Context: an optimization exercise on an open-source flow, tuned for small area, a short achievable clock period and few clock cycles per item. The choices shown serve that exercise and are no tape-out recipe. The RTL was checked by simulation tests, not by an equivalence proof against the original design.

==> flow/design.v (outline; a module is shown in full before it is edited, if it fits) <==
// module fma32_core: 178 lines
// module fma_tree: 1414 lines
// module fma_cpa: 650 lines
// module fma_lzc: 388 lines
// module fma_shift: 321 lines
// module fma32: 47 lines
module fma32 (
    input  wire        clk,
    input  wire        rst,         
    input  wire        in_valid,
    input  wire [31:0] a,
    input  wire [31:0] b,
    input  wire [31:0] c,
    input  wire        strict,      
    input  wire [1:0]  rnd,         
    output reg         out_valid,
    output wire [31:0] result,
    output wire [3:0]  flags        
);
  // ...
==> flow/flow/run.sh <==
#!/bin/bash
set -e
export SETUP_SLACK_MARGIN=21.4
export BUFFER_PORTS_ARGS="-inputs -outputs -buffer_cell sky130_fd_sc_hd__buf_1"
bash standard.sh > standard.log 2>&1
==> flow/standard.sh <==
#!/bin/bash
# synth_recipe.tcl (not shown) runs the flow's synth.tcl, then flattens the netlist and writes it again
# the make line also repeats each setting of config.mk as NAME=value (left out here)
make -C /OpenROAD-flow-scripts/flow DESIGN_CONFIG=/design/flow/config.mk WORK_HOME=/design/flow/orfs CLKGATE_MAP_FILE= SYNTH_SCRIPT=/design/flow/synth_recipe.tcl "${@:-finish}"
==> flow/config.mk <==
export PLATFORM = sky130hd
export DESIGN_NAME = fma32
export DESIGN_NICKNAME = fma32
export VERILOG_FILES = /design/flow/design.v
export SDC_FILE = /design/flow/constraint.sdc
export NUM_CORES = 4
export LEC_CHECK = 0
export ABC_AREA = 1
export CAP_MARGIN = 20
export CORE_MARGIN = 2
export CORE_UTILIZATION = 40
export SLEW_MARGIN = 20
==> flow/constraint.sdc <==
create_clock -name core_clock -period 28.0 [get_ports {clk}]
set_input_delay 5.6000 -clock core_clock [delete_from_list [all_inputs] [get_ports {clk}]]
set_output_delay 5.6000 -clock core_clock [all_outputs]
set_load 0.01 [all_outputs]
==> run notes, run 1 <==
Seq cells 333; clk slew on worst S/H paths 0.06 ns; Syn Nets 6,862; mux contribution to synthesized area 0.005507; CP max FO 1; core area 103,600 um^2; DIE WIDTH roughly 330 um; top cell category multi-input combinational cells; CP max-delay cell dfxtp_1; Register Area around 6700 um^2; Post-Route Setup TNS 0 ns; First-pass DRT Iterations 9; IO Pins 139; Top FF cell, synth dfxtp_1; Final Wtd Congestion 1.098; die height 327.3 um; vias in the first global route 41,790; Port Buffer Count ~140; drt initial violations 5,133; Hold Path Stages 0; Largest Register u_core.r1_xr; status complete, no violations; #MultiIn Comb 4,824; Post-Syn Area per Cell between 6 and 7 um^2; most common cell in the netlist nand2_1; nonclk inv count 806
Testbench counts, summed over its fixed seeds: cycles 12,024, items 12,000.
==> run 2, diff against run 1 <==
--- a/flow/config.mk
+++ b/flow/config.mk
@@ -10,3 +10,5 @@
 export CORE_MARGIN = 2
 export CORE_UTILIZATION = 40
+export CTS_CLUSTER_DIAMETER = 150
+export CTS_CLUSTER_SIZE = 30
 export SLEW_MARGIN = 20
==> run notes, run 2 <==
WP buf/inv 1; distinct cell type count after synthesis 69; WL per Instance 23.84 um; CP max-delay cell dfxtp_2; mux contribution to synthesized area 0.005507 (unchanged); Synth top cells by count nand2_1 (1,478), inv_1 (753), nand3_1 (541); Yosys top cell area share 0.1595; drc violations 0; Post-DRT Antenna Nets 0; Max-slew headroom 0.2411; clock sink count 333; worst slew pin tran 1.137 ns; Final Instance Count excl. Fillers 7,635; WS Path Type reg -> out; First-pass DRT Iterations 9 (unchanged); simple-gate share of the synthesized area 0.2947; residual overflow from global routing 0; first-pass GRT wire length 267.5 mm; Worst path top cell family by delay flip-flops; largest family of logic cells by synthesized area simple AND/OR/NAND/NOR gates; H-tree depth 1; crit end category output pin; layout cell share with drive strength beyond 1 0.06462; Post-Syn Area per Cell 6.670 um^2 (unchanged); Post-Synthesis Cells 6,267; final core occ 0.4352; drt initial violations 5,250 (+2.3%); worst min path class reg -> reg; die area between 100,000 and 150,000 um^2; Slew Limit Fails 0; DP HPWL between 100 and 150 mm; crit path from u_core.result[15]; RSZ-0062 raised after global routing yes; synthesized area 41,800 um^2; dominant cells by area after synthesis dfxtp_1 (16%), fa_1 (15%), nand2_1 (13%); largest net degree at the start of global routing 94; number of fill cells 11,140; Clk Tree Root Cell clkbuf_16; post-synthesis compound-gate area fraction 0.1367; max reg flops 78; IO Pins 139 (unchanged); Max Cap Viol 0; Critical Path RT 22.40 ns; Min Clock Period, post-route 6.625 ns; DR vias 44,430; DIE WIDTH 327.3 um (unchanged); Top Registers u_core.r1_xr x78, u_core.r1_yr x39; Worst Setup EP result[15]; M2 GR Usage 0.4932; final setup fails 0; Port Buffer Count 138 (unchanged); met1 usage 0.4409; Top Usage Layer GRT met2; Arr. time, crit path 1.02 ns; Synth Area in Adders 0.2047; Num CTS Buffers 17; setup ws final 21.38 ns; Synth Warn # 2; CP Cell Sequence buf_6; vias in the first global route 41,470 (-0.76%); most common cell after layout, fill and taps aside nand2_1; FF-to-FF Start s0_b[29]; Top FF cell, synth dfxtp_1; xor and xnor area share after synthesis 0.09365; Critical Path Max Stage Delay 0.34 ns; Syn Nets 6,862 (unchanged); Rows 118; Placement Setup Slack 19.91 ns; clock latency on the worst-skew pair 0.60 ns; Crit path depth 1; core area 103,600 um^2 (unchanged); most common cell in the netlist nand2_1; met3 Usage GRT 0.06074; largest area contributor in the netlist dfxtp_1; R2R depth 19; drt total wl about 180 mm; Crit Reg-Reg Endpoint u_core.r1_yr[36]; ys async rst share 0; Final Wtd Congestion 1.098 (unchanged); Final Cycle Share 0.2366; Net count, final 6,842; Largest Register u_core.r1_xr; clk slew on worst S/H paths 0.11 ns (+0.05 ns); reg2reg setup slack 21.56 ns; die height 327.3 um (unchanged); commonest cells after routing, fill and taps aside nand2_1 (1,460), inv_1 (746), nand3_1 (537); Placed Cells 7,548; deepest clock path buffer count 3; final hold vios 0; status complete, no violations; # hold bufs at CTS 0; Vias/cell 5.819; CP max FO 1 (unchanged); Post-Route Setup TNS 0 ns (unchanged); area growth from synthesis to layout 7.893%; initial antenna violation count 2; gr usage total 0.3272; crit start category flop; EDFF count, synth 0; #FFs+latches synth 333; final clock skew 0.04201 ns; TritonCTS clock tree built; sequential element share of the synthesized area 0.1595; initial core utilization 0.4033; f_max 151.0 MHz
-- run 2: cell counts after synthesis --
Identical to the previous run, type by type.
-- run 2: final cells by class --
class                      instances  area (um^2)  area share
antenna                            3        7.507   0.0001664
clock buffer                      18        429.2    0.009515
clock inverter                     6        106.4    0.002358
inverter                         803         3054     0.06772
multi-input combinational       4824        31270      0.6934
sequential                       333         6685      0.1482
tap                             1380         1727     0.03828
timing repair buffer             265         1803     0.03998
timing repair inverter             3        17.52   0.0003884
-- run 2: worst min-delay path by stage --
stage,depth (start not counted),startpoint,end
final,0,u_core.r1_strict,u_core.r2_strict
after global routing,0,u_core.r1_strict,u_core.r2_strict
after CTS,0,u_core.r1_strict,u_core.r2_strict
after detailed placement,0,u_core.r1_strict,u_core.r2_strict
after global placement,0,u_core.r1_strict,u_core.r2_strict
after floorplan,0,u_core.r1_rm[0],u_core.r2_rm[0]
-- run 2: kinds of logic (layout without fill, tap and decap cells) --
logic type	Yosys count	count (layout)
flops	333	333
other cells	0	3
buf+inv	1122	1095
fa+ha+maj	493	493
mux	23	23
compound gates	976	979
xor+xnor	447	447
simple gates	2873	2882
-- run 2: per-layer routing --
metal  share of wire  routed length (um)
met1            0.41               74970
met2            0.42               76710
met3           0.098               17820
met4           0.069               12480
met5        0.000071                  13
-- run 2: repair_timing --
action / 4_1_cts / 5_1_grt
setup buffers: 15 / 26
setup endpoints to repair: 149 / 114
gates cloned: 8 / 11
pin swaps: 7 / 15
resized for setup: 97 / 99
-- run 2: per-stage QoR --
step / hold slack [ns] / cell area, um^2
floorplan: 0.3096 / 41810
global placement: 0.3106 / 43320
detailed placement: 0.3157 / 43320
CTS: 0.3408 / 44370
global route: 0.3488 / 45090
finish: 0.3417 / 45100
==> run 3, diff against run 2 <==
--- a/flow/config.mk
+++ b/flow/config.mk
@@ -9,6 +9,7 @@
 export CAP_MARGIN = 20
 export CORE_MARGIN = 2
-export CORE_UTILIZATION = 40
+export CORE_UTILIZATION = 55
 export CTS_CLUSTER_DIAMETER = 150
 export CTS_CLUSTER_SIZE = 30
+export PLACE_DENSITY = 0.65
 export SLEW_MARGIN = 20
==> run notes, run 3 <==
EDFF count, synth 0 (unchanged); #FFs+latches synth 333 (unchanged); commonest cells after routing, fill and taps aside nand2_1 (1,458), inv_1 (747), nand3_1 (536); Post-Syn Area per Cell 6.670 um^2 (unchanged); largest net degree at the start of global routing 80 (-15%); clk slew on worst S/H paths 0.12 ns (about the same); CP max FO 43 (+42); Arr. time, crit path 7.15 ns (+6.13 ns); residual overflow from global routing 0 (unchanged); Post-DRT Antenna Nets 0 (unchanged); Rows 101 (-14%); die area 78,230 um^2 (-27%); Clk Tree Root Cell clkbuf_16; CP max-delay cell xnor2_1; DR vias 44,950 (+1.2%); First-pass DRT Iterations 7 (-2); dominant cells by area after synthesis dfxtp_1 (16%), fa_1 (15%), nand2_1 (13%); initial antenna violation count 2 (unchanged); Post-Synthesis Cells 6,267 (unchanged); deepest clock path buffer count 3 (unchanged); status complete, no violations; WL per Instance 24.57 um (+3.1%); initial core utilization 0.5532 (+0.1498); Num CTS Buffers 16 (-1); Vias/cell 6.213 (+6.8%); layout cell share with drive strength beyond 1 0.06700 (+0.002378); first-pass GRT wire length 257.7 mm (-3.7%); area growth from synthesis to layout 7.196%; Final Cycle Share 0.2366 (about the same); clock sink count 333 (unchanged); Final Wtd Congestion 1.103 (+0.39%); DIE WIDTH 279.7 um (-15%); Synth Warn # 2 (unchanged); vias in the first global route 41,390 (-0.19%); most common cell after layout, fill and taps aside nand2_1; clock latency on the worst-skew pair 0.57 ns (-0.03 ns); final clock skew 0.02728 ns (-0.01473 ns); worst slew pin tran 1.153 ns (+0.01626 ns); RSZ-0062 raised after global routing yes; H-tree depth 1 (unchanged); crit end category flop; Largest Register u_core.r1_xr; synthesized area 41,800 um^2 (unchanged); Post-Route Setup TNS 0 ns (unchanged); drc violations 0 (unchanged); DP HPWL 134.8 mm (-3.7%); final setup fails 0 (unchanged); Critical Path Max Stage Delay 0.72 ns (+0.38 ns); Min Clock Period, post-route 6.625 ns (+0.001000 ns); WS Path Type reg -> reg; number of fill cells 7,340 (-34%); distinct cell type count after synthesis 69 (unchanged); Net count, final 6,845 (+0.044%); max reg flops 78 (unchanged); largest area contributor in the netlist dfxtp_1; ys async rst share 0 (unchanged); IO Pins 139 (unchanged); final core occ 0.5930 (+0.1578); core area 75,570 um^2 (-27%); crit start category flop; final hold vios 0 (unchanged); drt initial violations 6,320 (+20%); sequential element share of the synthesized area 0.1595 (unchanged); Slew Limit Fails 0 (unchanged); most common cell in the netlist nand2_1; worst min path class reg -> reg; Critical Path RT 28.52 ns (+6.12 ns); TritonCTS clock tree built; Yosys top cell area share 0.1595 (unchanged); Max Cap Viol 0 (unchanged); gr usage total 0.4353 (+0.1081); Max-slew headroom 0.2256 (-0.01553); Port Buffer Count 138 (unchanged); Syn Nets 6,862 (unchanged); # hold bufs at CTS 0 (unchanged); drt total wl 177.8 mm (-2.3%); most used cell, CP a21oi_1; Top FF cell, synth dfxtp_1; Synth top cells by count nand2_1 (1,478), inv_1 (753), nand3_1 (541); die height 279.7 um (-15%); f_max 150.9 MHz (about the same); Top Registers u_core.r1_xr x78, u_core.r1_yr x39
==> run 3: cell types whose count changed in the layout (fill, tap and decap cells not counted), sizes merged <==
cell / change
clkbuf: +1
inv: +1
clkinv: -3
nand2: -1
buf: +6
nand3: -2
bufbuf: +1
clkinvlp: -2
bufinv: +1
==> run 3: critical path, delay by kind of cell (launching register included) <==
family,cells,cell delay (ns)
adders and majority gates,2,0.69
DFF,1,0.45
xor gates and xnor gates,1,0.72
AOI/OAI and AO/OA,8,1.56
and+or+nand+nor,14,2.46
buffers and inverters,3,0.68
==> run 3: logic make-up after synthesis <==
| family | share of synthesized area |
|---|---|
| AO/OA/AOI/OAI | 0.1367 |
| buffers and inverters | 0.1053 |
| XOR/XNOR | 0.09365 |
| flip-flops | 0.1595 |
| AND/OR/NAND/NOR | 0.2947 |
| multiplexers | 0.005507 |
| adder cells (fa/ha/maj) | 0.2047 |
==> run 3: path summary, 6_finish.rpt <==
kind | from | end | slack, ns | cells after the start
hold / removal | u_core.r1_sexpff | u_core.r2_sexpff | 0.33 | 0
setup reg to reg | u_core.r1_xr[73] | u_core.r2_mnz[6] | 21.37 | 28
hold reg to reg | u_core.r1_sexpff | u_core.r2_sexpff | 0.33 | 0
setup / recovery | u_core.r1_xr[73] | u_core.r2_mnz[6] | 21.37 | 28
==> run 3: metrics by stage <==
| step | cells | hold slack (ns) | worst slack (ns) | instance area [um^2] |
|---|---|---|---|---|
| after global routing | 7232 | 0.3407 | 21.19 | 44800 |
| after detailed placement | 7150 | 0.3121 | 19.27 | 42850 |
| after CTS | 7204 | 0.3331 | 21.36 | 44070 |
| final | 7235 | 0.3335 | 21.37 | 44810 |
| after floorplan | 6267 | 0.3096 | 21.51 | 41810 |
| after global placement | 7150 | 0.3103 | 19.54 | 42840 |
==> run 3: metal layers <==
metal	wire, um	vias up	global-route usage
met5	23	-	0
met4	15770	4	0.2936
met3	20590	765	0.09541
met2	75000	3057	0.6670
met1	66380	20710	0.5498
li1	-	20420	-
==> run 3: cell type report <==
type / count / area [um^2] / share of cell area
sequential: 333 / 6693 / 0.1494
timing repair buffer: 273 / 1977 / 0.04412
tap: 978 / 1224 / 0.02731
clock inverter: 4 / 96.34 / 0.002150
timing repair inverter: 2 / 12.51 / 0.0002792
multi-input combinational: 4821 / 31320 / 0.6988
inverter: 803 / 3057 / 0.06821
clock buffer: 18 / 429.2 / 0.009577
antenna: 3 / 7.507 / 0.0001675
==> run 3: timing repair <==
action | CTS | global route
pin swaps | 9 | 26
gates resized for setup | 111 | 116
setup buffers | 24 | 19
setup endpoints to repair | 146 | 101
gates cloned | 8 | 9
==> run 4, diff against run 3 <==
--- a/flow/config.mk
+++ b/flow/config.mk
@@ -7,9 +7,8 @@
 export LEC_CHECK = 0
 export ABC_AREA = 1
-export CAP_MARGIN = 20
+export CAP_MARGIN = 10
 export CORE_MARGIN = 2
-export CORE_UTILIZATION = 55
+export CORE_UTILIZATION = 40
 export CTS_CLUSTER_DIAMETER = 150
 export CTS_CLUSTER_SIZE = 30
-export PLACE_DENSITY = 0.65
-export SLEW_MARGIN = 20
+export SLEW_MARGIN = 10
==> run notes, run 4 <==
crit start category flop; Yosys top cell area share 0.1595 (unchanged); Post-Route Setup TNS 0 ns (unchanged); drc violations 0 (unchanged); core area 103,600 um^2 (+37%); clk slew on worst S/H paths 0.11 ns (about the same); RSZ-0062 raised after global routing yes; Critical Path Max Stage Delay 0.34 ns (-0.38 ns); R2R depth 19 (-32%); first-pass GRT wire length 267.5 mm (+3.8%); Min Clock Period, post-route 6.625 ns (-0.001000 ns); synthesized area 41,800 um^2 (unchanged); EDFF count, synth 0 (unchanged); Area after DPL 43,320 um^2 (+1.1%); WP buf/inv 1 (-2); final cell area excluding filler cells 45,100 um^2 (+0.65%); vias in the first global route 41,470 (+0.19%); area growth from synthesis to layout 7.893%; drt total wl 182.0 mm (+2.4%); TritonCTS clock tree built; FF-to-FF Start s0_b[29]; Net count, final 6,842 (-0.044%); CP max-delay cell dfxtp_2; initial core utilization 0.4033 (-0.1498); layout cell share with drive strength beyond 1 0.06462 (-0.002378); gr usage total 0.3272 (-0.1081); final hold vios 0 (unchanged); DIE WIDTH 327.3 um (+17%); most common cell in the netlist nand2_1; Slew Limit Fails 0 (unchanged); Hold Path End u_core.r2_strict; First-pass DRT Iterations 9 (+2); most common cell after layout, fill and taps aside nand2_1; Num CTS Buffers 17 (+1); Post-DRT Antenna Nets 0 (unchanged); clock sink count 333 (unchanged); Final Cycle Share 0.2366 (about the same); Max Cap Viol 0 (unchanged); die height 327.3 um (+17%); CP Cell Sequence buf_6; final clock skew 0.04201 ns (+0.01473 ns); WHS 0.3417 ns (+0.008187 ns); sequential element share of the synthesized area 0.1595 (unchanged); max reg flops 78 (unchanged); Hold Path Stages 0 (unchanged); Largest Register u_core.r1_xr; ys async rst share 0 (unchanged); WS Path Type reg -> out; final core occ 0.4352 (-0.1578); largest area contributor in the netlist dfxtp_1; Vias/cell 5.819 (-6.3%); Syn Nets 6,862 (unchanged); worst min path class reg -> reg; Synth Warn # 2 (unchanged); commonest cells after routing, fill and taps aside nand2_1 (1,460), inv_1 (746), nand3_1 (537); Synth top cells by count nand2_1 (1,478), inv_1 (753), nand3_1 (541); residual overflow from global routing 0 (unchanged); Top Registers u_core.r1_xr x78, u_core.r1_yr x39; Top FF cell, synth dfxtp_1; DR vias 44,430 (-1.2%); worst slew pin tran 1.137 ns (-0.01626 ns); WL per Instance 23.84 um (-3.0%); Worst Hold Launch u_core.r1_strict; reg2reg setup slack 21.56 ns (+0.19 ns); Clk Tree Root Cell clkbuf_16; Max-slew headroom 0.2411 (+0.01553); die area 107,100 um^2 (+37%); Port Buffer Count 138 (unchanged); status complete, no violations; Final Wtd Congestion 1.098 (-0.39%); DP HPWL 140.0 mm (+3.8%); initial antenna violation count 2 (unchanged); deepest clock path buffer count 3 (unchanged); IO Pins 139 (unchanged); drt initial violations 5,250 (-17%); #FFs+latches synth 333 (unchanged); final setup fails 0 (unchanged); Arr. time, crit path 1.02 ns (-6.13 ns); Post-Synthesis Cells 6,267 (unchanged); Post-Syn Area per Cell 6.670 um^2 (unchanged); Rows 118 (+17%); distinct cell type count after synthesis 69 (unchanged); Crit Reg-Reg Endpoint u_core.r1_yr[36]; f_max 151.0 MHz (about the same); Worst path top cell family by delay flip-flops; crit end category output pin; CP max FO 1 (-98%); largest net degree at the start of global routing 94 (+18%); H-tree depth 1 (unchanged); Critical Path RT 22.40 ns (-6.12 ns); clock latency on the worst-skew pair 0.60 ns (+0.03 ns); dominant cells by area after synthesis dfxtp_1 (16%), fa_1 (15%), nand2_1 (13%)
==> run 4: cell counts after synthesis <==
No cell type changed its count.
==> run 4: routing by layer <==
metal / GRT usage / vias to the layer above / part of all wire
met5: 0 / - / 0.000071
met4: 0.1816 / 2 / 0.069
li1: - / 20420 / -
met1: 0.4409 / 20870 / 0.41
met2: 0.4932 / 2570 / 0.42
met3: 0.06074 / 565 / 0.098
==> run 4: worst register-to-register path, stage by stage, from the launching register on <==
cell and delay (ns):
dfxtp_1 0.36, or4_4 0.55, nor2_4 0.13, buf_12 0.12, fa_2 0.46, fa_2 0.38, fa_1 0.49, buf_4 0.28
clkinvlp_4 0.18, buf_12 0.17, mux2i_1 0.29, mux2i_1 0.23, a22oi_1 0.44, or2_2 0.21, nor2_1 0.04, o21ai_0 0.42
xor2_1 0.57, fa_1 0.52, inv_1 0.08, fa_1 0.42
==> run 4: worst max path at each step <==
stage / startpoint / to / slack [ns] / cells after the start
2_1_floorplan: s0_b[29] / u_core.r1_xr[29] / 21.51 / 28
3_3_place_gp: s0_b[29] / u_core.r1_xr[20] / 20.12 / 25
3_5_place_dp: s0_b[29] / u_core.r1_xr[16] / 19.91 / 25
4_1_cts: u_core.result[10] / result[10] / 21.33 / 1
5_1_grt: u_core.result[22] / result[22] / 21.34 / 1
6_report: u_core.result[15] / result[15] / 21.38 / 1
==> run 4: kinds of logic (layout without fill, tap and decap cells) <==
family,count (synthesis),in the layout,synth area share
simple gates,2873,2882,0.2947
mux,23,23,0.005507
buf+inv,1122,1095,0.1053
compound gates,976,979,0.1367
fa+ha+maj,493,493,0.2047
other cells,0,3,0
xor+xnor,447,447,0.09365
flops,333,333,0.1595
==> run 4: area by class of cell <==
cell class | count | area, um^2
clock inverter | 6 | 106.4
antenna | 3 | 7.507
clock buffer | 18 | 429.2
tap | 1380 | 1727
timing repair buffer | 265 | 1803
fill | 11140 | 58540
timing repair inverter | 3 | 17.52
sequential | 333 | 6685
inverter | 803 | 3054
multi-input combinational | 4824 | 31270
==> run 4: through the flow <==
step | instances | worst slack, ns
final | 7635 | 21.38
after global routing | 7632 | 21.34
after CTS | 7595 | 21.33
after detailed placement | 7548 | 19.91
after global placement | 7548 | 20.12
after floorplan | 6267 | 21.51
==> run 4: repair_timing <==
action | CTS | global route
pin swaps | 7 | 15
gates resized for setup | 97 | 99
hold buffers | 0 | 0
hold endpoints to repair | 0 | 0
gates cloned | 8 | 11
endpoints found under the setup margin | 149 | 114
setup buffers | 15 | 26
==> run 5, diff against run 4 <==
--- a/flow/config.mk
+++ b/flow/config.mk
@@ -7,8 +7,8 @@
 export LEC_CHECK = 0
 export ABC_AREA = 1
-export CAP_MARGIN = 10
+export CAP_MARGIN = 0
 export CORE_MARGIN = 2
 export CORE_UTILIZATION = 40
 export CTS_CLUSTER_DIAMETER = 150
 export CTS_CLUSTER_SIZE = 30
-export SLEW_MARGIN = 10
+export SLEW_MARGIN = 0
==> run notes, run 5 <==
TritonCTS clock tree built; Top Registers u_core.r1_xr x78, u_core.r1_yr x39; Min Clock Period, post-route 6.625 ns (unchanged); dominant cells by area after synthesis dfxtp_1 (16%), fa_1 (15%), nand2_1 (13%); drt initial violations 5,250 (unchanged); crit end category output pin; initial antenna violation count 2 (unchanged); f_max 151.0 MHz (unchanged); area growth from synthesis to layout 7.893% (unchanged); final hold vios 0 (unchanged); largest net degree at the start of global routing 94 (unchanged); first-pass GRT wire length 267.5 mm (unchanged); clk slew on worst S/H paths 0.11 ns (about the same); residual overflow from global routing 0 (unchanged); WS Path Type reg -> out; final clock skew 0.04201 ns (unchanged); Synth Area in Adders 0.2047 (unchanged); Final Wtd Congestion 1.098 (unchanged); Post-Syn Area per Cell 6.670 um^2 (unchanged); WHS 0.3417 ns (unchanged); IO Pins 139 (unchanged); worst min path class reg -> reg; status complete, no violations; mux contribution to synthesized area 0.005507 (unchanged); sequential element share of the synthesized area 0.1595 (unchanged); xor and xnor area share after synthesis 0.09365 (unchanged); final setup fails 0 (unchanged); most common cell after layout, fill and taps aside nand2_1; WL per Instance 23.84 um (unchanged); largest family of logic cells by synthesized area simple AND/OR/NAND/NOR gates; Top FF cell, synth dfxtp_1; Slew Limit Fails 0 (unchanged); Post-Synthesis Cells 6,267 (unchanged); initial core utilization 0.4033 (unchanged); Yosys top cell area share 0.1595 (unchanged); clock sink count 333 (unchanged); worst slew pin tran 1.137 ns (unchanged); clock latency on the worst-skew pair 0.60 ns (about the same); Max-slew headroom 0.2411 (unchanged); WP buf/inv 1 (unchanged); RSZ-0062 raised after global routing yes; die height 327.3 um (unchanged); most common cell in the netlist nand2_1; post-synthesis compound-gate area fraction 0.1367 (unchanged); Synth top cells by count nand2_1 (1,478), inv_1 (753), nand3_1 (541); deepest clock path buffer count 3 (unchanged); drt total wl 182.0 mm (unchanged); Max Cap Viol 0 (unchanged); synthesized area 41,800 um^2 (unchanged); drc violations 0 (unchanged); Num CTS Buffers 17 (unchanged); distinct cell type count after synthesis 69 (unchanged); Post-Route Setup TNS 0 ns (unchanged); EDFF count, synth 0 (unchanged); Syn Nets 6,862 (unchanged); CP Cell Sequence buf_6; Vias/cell 5.819 (unchanged); vias in the first global route 41,470 (unchanged); Worst path top cell family by delay flip-flops; Arr. time, crit path 1.02 ns (about the same); DIE WIDTH 327.3 um (unchanged); core area 103,600 um^2 (unchanged); H-tree depth 1 (unchanged); crit start category flop; Largest Register u_core.r1_xr; Post-DRT Antenna Nets 0 (unchanged); ys async rst share 0 (unchanged); First-pass DRT Iterations 9 (unchanged); simple-gate share of the synthesized area 0.2947 (unchanged); CP max FO 1 (unchanged); commonest cells after routing, fill and taps aside nand2_1 (1,460), inv_1 (746), nand3_1 (537); DR vias 44,430 (unchanged); Final Cycle Share 0.2366 (unchanged); max reg flops 78 (unchanged); gr usage total 0.3272 (unchanged); die area 107,100 um^2 (unchanged); Clk Tree Root Cell clkbuf_16; Synth Warn # 2 (unchanged); Net count, final 6,842 (unchanged); Port Buffer Count 138 (unchanged); Rows 118 (unchanged); Critical Path RT 22.40 ns (about the same); largest area contributor in the netlist dfxtp_1; layout cell share with drive strength beyond 1 0.06462 (unchanged); Critical Path Max Stage Delay 0.34 ns (about the same); CP max-delay cell dfxtp_2; #FFs+latches synth 333 (unchanged); DP HPWL 140.0 mm (unchanged)
run 5: cell counts after synthesis:
Identical to the previous run, type by type.
run 5: routing by layer:
| metal | track usage | part of all wire |
|---|---|---|
| met1 | 0.4409 | 0.41 |
| met4 | 0.1816 | 0.069 |
| met5 | 0 | 0.000071 |
| met2 | 0.4932 | 0.42 |
| met3 | 0.06074 | 0.098 |
run 5: cell families (layout without fill, tap and decap cells):
group / after synthesis / after routing
adders and majority gates: 493 / 493
buffers and inverters: 1122 / 1095
DFF: 333 / 333
AOI/OAI and AO/OA: 976 / 979
xor gates and xnor gates: 447 / 447
and+or+nand+nor: 2873 / 2882
muxes: 23 / 23
other: 0 / 3
run 5: what timing repair did:
item / in CTS / in global routing
setup endpoints to repair: 149 / 114
pin swaps: 7 / 15
gates cloned: 8 / 11
hold buffers: 0 / 0
resized for setup: 97 / 99
buffers inserted: 15 / 26
run 5: path summary, 6_finish.rpt:
kind / start / to / slack (ns) / depth (start not counted)
setup / recovery: u_core.result[15] / result[15] / 21.38 / 1
hold / removal: u_core.r1_strict / u_core.r2_strict / 0.34 / 0
setup reg to reg: s0_b[29] / u_core.r1_yr[36] / 21.56 / 19
hold reg to reg: u_core.r1_strict / u_core.r2_strict / 0.34 / 0
run 5: per-stage QoR:
stage	setup WS [ns]	instance area (um^2)	util	cells
after floorplan	21.51	41810	-	6267
after global placement	20.12	43320	0.4179	7548
after detailed placement	19.91	43320	0.4179	7548
after CTS	21.33	44370	0.4281	7595
after global routing	21.34	45090	0.4351	7632
final	21.38	45100	0.4352	7635
run 5: area by class of cell:
cell class	count	area [um^2]
Timing Repair inverter	3	17.52
Antenna cell	3	7.507
Inverter	803	3054
Clock inverter	6	106.4
Fill cell	11140	58540
Sequential cell	333	6685
Tap cell	1380	1727
Clock buffer	18	429.2
Multi-Input combinational cell	4824	31270
Timing Repair Buffer	265	1803

==> afterwards: timing with drivers on the ports <==
The flow's constraints put no driver on any port. The routed layouts listed below were extracted and timed again, unchanged, in two steps. Step 1 sets driving cells, clkbuf_16 on the clock port and buf_2 on the other inputs (assumed; they add their load-dependent delay and slew). Step 2 adds t to the input delays and takes it off the output delays; t is the mean of the earliest and latest rising clock arrival at the registers after step 1. Input paths then give back, and output paths get back, about the clock's delay inside the block. a / b / c = ideal ports / drivers / drivers and shift; a / b = the first two.
run | t (ns) | setup slack, ns | clock arrival spread, ns
run 1 | 0.675 | 21.332 / 21.259 / 21.585 | 0.066 / 0.066
run 2 | 0.650 | 21.375 / 21.301 / 21.561 | 0.042 / 0.042
run 3 | 0.629 | 21.374 / 21.305 / 21.374 | 0.028 / 0.027
run 4 | 0.650 | 21.375 / 21.301 / 21.561 | 0.042 / 0.042
run 5 | 0.650 | 21.375 / 21.301 / 21.561 | 0.042 / 0.042
After both steps every run listed still meets setup and hold.
